This design comes from an exercise in tuning for small area, a short achievable clock period and few clock cycles per item on the open sky130 flow, not from production work.
In this exercise RTL edits were held to simulation tests only and were not proved equivalent to the original.

== run 1 ==
Design lcy_gfmul, start of the top module:
module lcy_gfmul (
    input  wire         clk,
    input  wire         rst,         
    input  wire         in_valid,
    output wire         in_ready,
    input  wire [127:0] in_x,
    input  wire [127:0] in_h,
    output wire         out_valid,
    input  wire         out_ready,
    output wire [127:0] out_z
);
Size: about 15000 cells after synthesis, roughly 1100 flip-flops, about 120000 µm² of cells after synthesis.
==> flow/config.mk <==
export PLATFORM = sky130hd
export DESIGN_NAME = lcy_gfmul
export DESIGN_NICKNAME = lcy_gfmul
export VERILOG_FILES = /design/flow/design.v
export SDC_FILE = /design/flow/constraint.sdc
export NUM_CORES = 4
export LEC_CHECK = 0
export CAP_MARGIN = 35
export CORE_MARGIN = 2
export CORE_UTILIZATION = 50
export SETUP_SLACK_MARGIN = 2.0
export SLEW_MARGIN = 20
==> flow/constraint.sdc <==
create_clock -name core_clock -period 5.0 [get_ports {clk}]
set_input_delay 1.0000 -clock core_clock [delete_from_list [all_inputs] [get_ports {clk}]]
set_output_delay 1.0000 -clock core_clock [all_outputs]
set_load 0.01 [all_outputs]
standard.sh (not shown) runs the stock make flow with config.mk's settings and CLKGATE_MAP_FILE= SYNTH_SCRIPT=/design/flow/synth_recipe.tcl, a recipe that flattens the netlist after the stock synthesis.
==> flow/flow/run.sh <==
#!/bin/bash
# The standard layout (standard.sh), with the port buffers that the standard
# flow inserts in global placement made of sky130_fd_sc_hd__buf_4 instead of the
# cell buffer_ports picks by default (a slow delay buffer that the resizer then
# cannot swap, since the platform resizes only within a cell footprint).
# Every port still gets its own buffer.
set -euo pipefail
export BUFFER_PORTS_ARGS="-buffer_cell sky130_fd_sc_hd__buf_4"
bash standard.sh > standard_flow.log 2>&1
Run 1 completed; timing, DRC and antenna clean
Testbench counts of run 1, summed over its fixed seeds: cycles 984, blocks 960.
[inputs] run 2 vs run 1
# run 1
export LEC_CHECK = 0
export CAP_MARGIN = 35
export CORE_MARGIN = 2
export CORE_UTILIZATION = 50
export SETUP_SLACK_MARGIN = 2.0
export SLEW_MARGIN = 20
create_clock -name core_clock -period 5.0 [get_ports {clk}]
# run 2
export LEC_CHECK = 0
export CAP_MARGIN = 35
export CORE_MARGIN = 2
export CORE_UTILIZATION = 50
export SETUP_SLACK_MARGIN = 2.4
export SLEW_MARGIN = 20
create_clock -name core_clock -period 5.0 [get_ports {clk}]
==> comparison <==
Between run 1 and run 2, the flow reports number of nets at the end of the flow increasing by a few percent.
The routed wire length in run 2 was higher than what run 1 gave.
Portion of the layout cell area used by non-clock buffers, run 1 and run 2, lower one = run 1.
Run 2 vs run 1 — worst setup slack rose 0.14 ns.
Re area taken by multi-input logic gates: run 1 was lower than run 2.
Comparing run 1 with run 2, the clock insertion delay at the later pin of the skew report came out essentially unchanged.
Run 2 against run 1; global-route wire length before repair is up by a few percent.
The inputs of run 3 differ from those of run 2 as listed below.
# run 2
export LEC_CHECK = 0
export CAP_MARGIN = 35
export CORE_MARGIN = 2
export CORE_UTILIZATION = 50
export SETUP_SLACK_MARGIN = 2.4
export SLEW_MARGIN = 20
create_clock -name core_clock -period 5.0 [get_ports {clk}]
# run 3
export LEC_CHECK = 0
export CAP_MARGIN = 35
export CORE_MARGIN = 2
export CORE_UTILIZATION = 50
export SETUP_SLACK_MARGIN = 1.8
export SLEW_MARGIN = 20
create_clock -name core_clock -period 5.0 [get_ports {clk}]
==> flow/run.sh (new file) <==
#!/bin/bash
# synth_recipe.tcl (not shown) runs the flow's synth.tcl, then flattens the netlist and writes it again
# the make line also repeats each setting of config.mk as NAME=value (left out here)
make -C /OpenROAD-flow-scripts/flow DESIGN_CONFIG=/design/flow/config.mk WORK_HOME=/design/flow/orfs CLKGATE_MAP_FILE= SYNTH_SCRIPT=/design/flow/synth_recipe.tcl finish
removed: flow/flow/run.sh
removed: flow/standard.sh
Notes after the runs:
- Compared with run 2, run 3 shows final design utilization lower by 4.6 points.
- On via-per-instance ratio: between run 2 and run 3, it ends up higher for run 2.
- Between run 2 and run 3, the sequential cell area does not differ in any meaningful way.
- Cell count was higher in run 2 than in run 3.
Edits applied to the flow inputs when going from run 3 to run 4:
# run 3
export LEC_CHECK = 0
export CAP_MARGIN = 35
export CORE_MARGIN = 2
export CORE_UTILIZATION = 50
export SETUP_SLACK_MARGIN = 1.8
export SLEW_MARGIN = 20
create_clock -name core_clock -period 5.0 [get_ports {clk}]
# run 4
export LEC_CHECK = 0
export CAP_MARGIN = 35
export CORE_MARGIN = 2
export CORE_UTILIZATION = 50
export SETUP_SLACK_MARGIN = 2.6
export SLEW_MARGIN = 20
create_clock -name core_clock -period 5.0 [get_ports {clk}]
==> flow/flow/run.sh (new file) <==
#!/bin/bash
# The standard layout (standard.sh), with the port buffers that the standard
# flow inserts in global placement made of sky130_fd_sc_hd__buf_4 instead of the
# cell buffer_ports picks by default (a slow delay buffer that the resizer then
# cannot swap, since the platform resizes only within a cell footprint).
# Every port still gets its own buffer.
set -euo pipefail
export BUFFER_PORTS_ARGS="-buffer_cell sky130_fd_sc_hd__buf_4"
bash standard.sh > standard_flow.log 2>&1
==> flow/standard.sh (new file) <==
#!/bin/bash
# synth_recipe.tcl (not shown) runs the flow's synth.tcl, then flattens the netlist and writes it again
# the make line also repeats each setting of config.mk as NAME=value (left out here)
make -C /OpenROAD-flow-scripts/flow DESIGN_CONFIG=/design/flow/config.mk WORK_HOME=/design/flow/orfs CLKGATE_MAP_FILE= SYNTH_SCRIPT=/design/flow/synth_recipe.tcl "${@:-finish}"
removed: flow/run.sh
Findings:
Run 4 vs. run 3: final standard cell count with taps included and fillers excluded rose 1340, number of fill cells fell 31%, clock latency at the later pin of the worst-skew pair rose 0.05 ns. Core utilization: run 4 higher than run 3. Run 4 reached the final stage; the timing, DRC and antenna checks on its layout passed. Run 4 vs run 3 — via density per instance climbed by a little under 10%. The half-perimeter wire length of the detailed placement result of run 4 was superior to that of run 3. Side by side, number of buffers and inverters on the critical path turned out lower in run 4 than in run 3. Relative to run 3, the CTS buffer count measured on run 4 has increased by more than 10%.
Setup changes, run 4 to run 5
# run 4
export LEC_CHECK = 0
export CAP_MARGIN = 35
export CORE_MARGIN = 2
export CORE_UTILIZATION = 50
export SETUP_SLACK_MARGIN = 2.6
export SLEW_MARGIN = 20
create_clock -name core_clock -period 5.0 [get_ports {clk}]
# run 5
export LEC_CHECK = 0
export CAP_MARGIN = 35
export CORE_MARGIN = 2
export CORE_UTILIZATION = 50
export SETUP_SLACK_MARGIN = 1.0
export SLEW_MARGIN = 20
create_clock -name core_clock -period 5.0 [get_ports {clk}]
==> results.txt <==
Run 5 | stages: all done | timing, DRC, antenna: all pass
NOTE number of clock-tree buffers in the layout run 4->run 5 decreased by a few percent
Sequential share of layout area (run 5 over run 4): increase, 5.9 points
Worst hold margin up 0.035 ns in run 5 wrt run 4
Clock period minus final worst setup slack (run 5 over run 4): increase, 0.89 ns
Routed wire length ends up lower on run 5.
First-iteration DRC count: run 5 better than run 4

Starting RTL as in the previous note.
Settings: LEC_CHECK=0, CAP_MARGIN=35, CORE_MARGIN=2, CORE_UTILIZATION=50, SETUP_SLACK_MARGIN=2.0, SLEW_MARGIN=20, TNS_END_PERCENT=10; clock period 5.0 ns.
==> flow/flow/run.sh <==
#!/bin/bash
# The standard layout (standard.sh), with the port buffers that the standard
# flow inserts in global placement made of sky130_fd_sc_hd__buf_4 instead of the
# cell buffer_ports picks by default (a slow delay buffer that the resizer then
# cannot swap, since the platform resizes only within a cell footprint).
# Every port still gets its own buffer.
set -euo pipefail
export BUFFER_PORTS_ARGS="-buffer_cell sky130_fd_sc_hd__buf_4"
bash standard.sh > standard_flow.log 2>&1
Testbench counts at the start, summed over its fixed seeds: cycles 984, blocks 960.
Rerun with:
==> flow/run.sh (new file) <==
#!/bin/bash
# synth_recipe.tcl (not shown) runs the flow's synth.tcl, then flattens the netlist and writes it again
# the make line also repeats each setting of config.mk as NAME=value (left out here)
make -C /OpenROAD-flow-scripts/flow DESIGN_CONFIG=/design/flow/config.mk WORK_HOME=/design/flow/orfs CLKGATE_MAP_FILE= SYNTH_SCRIPT=/design/flow/synth_recipe.tcl finish
CAP_MARGIN = 20   (was 35)
SETUP_SLACK_MARGIN = 1.8   (was 2.0)
TNS_END_PERCENT = default   (was 10)
removed: flow/flow/run.sh
removed: flow/standard.sh
Outcome:
- synthesized area does not change
- wire length increases by a few percent
- worst setup slack gains 5.6 ps
- hold slack gains 130 ps
- via count increases by a few percent

==> what the ideal ports hide <==
In the flow no input, the clock included, has a driving cell. The finished layouts below were timed again as built, in two steps.
Step 1 (the two cells are an assumption about what drives the block):
set clk [get_ports {clk}]
set_driving_cell -lib_cell sky130_fd_sc_hd__clkbuf_16 $clk
set_driving_cell -lib_cell sky130_fd_sc_hd__buf_2 [delete_from_list [all_inputs] $clk]
Step 2 also shifts input and output timing later by t, the mid clock arrival at the registers, as if the neighbouring blocks saw the same clock.
Three values: ideal, step 1, step 2; two values: the first two.
run	shift t [ns]	slack for setup (ns)	slew at the worst register clock pin (ns)
run 1	0.927	1.805 / 1.805 / 0.924	0.08 / 0.08
run 2	0.941	1.947 / 1.947 / 1.137	0.08 / 0.08
run 3	0.915	1.599 / 1.679 / 0.764	0.08 / 0.08
run 4	0.981	2.078 / 2.080 / 1.099	0.08 / 0.08
run 5	0.949	1.187 / 1.268 / 0.320	0.08 / 0.08
the first run of note 2	0.943	1.647 / 1.647 / 0.806	0.07 / 0.07
the second run of note 2	0.921	1.652 / 1.652 / 0.750	0.08 / 0.08
After both steps setup and hold are still met in every run listed. The setup slack of run 4, which loses most, moves by +0.002 ns with the drivers and by -0.979 ns with both steps.
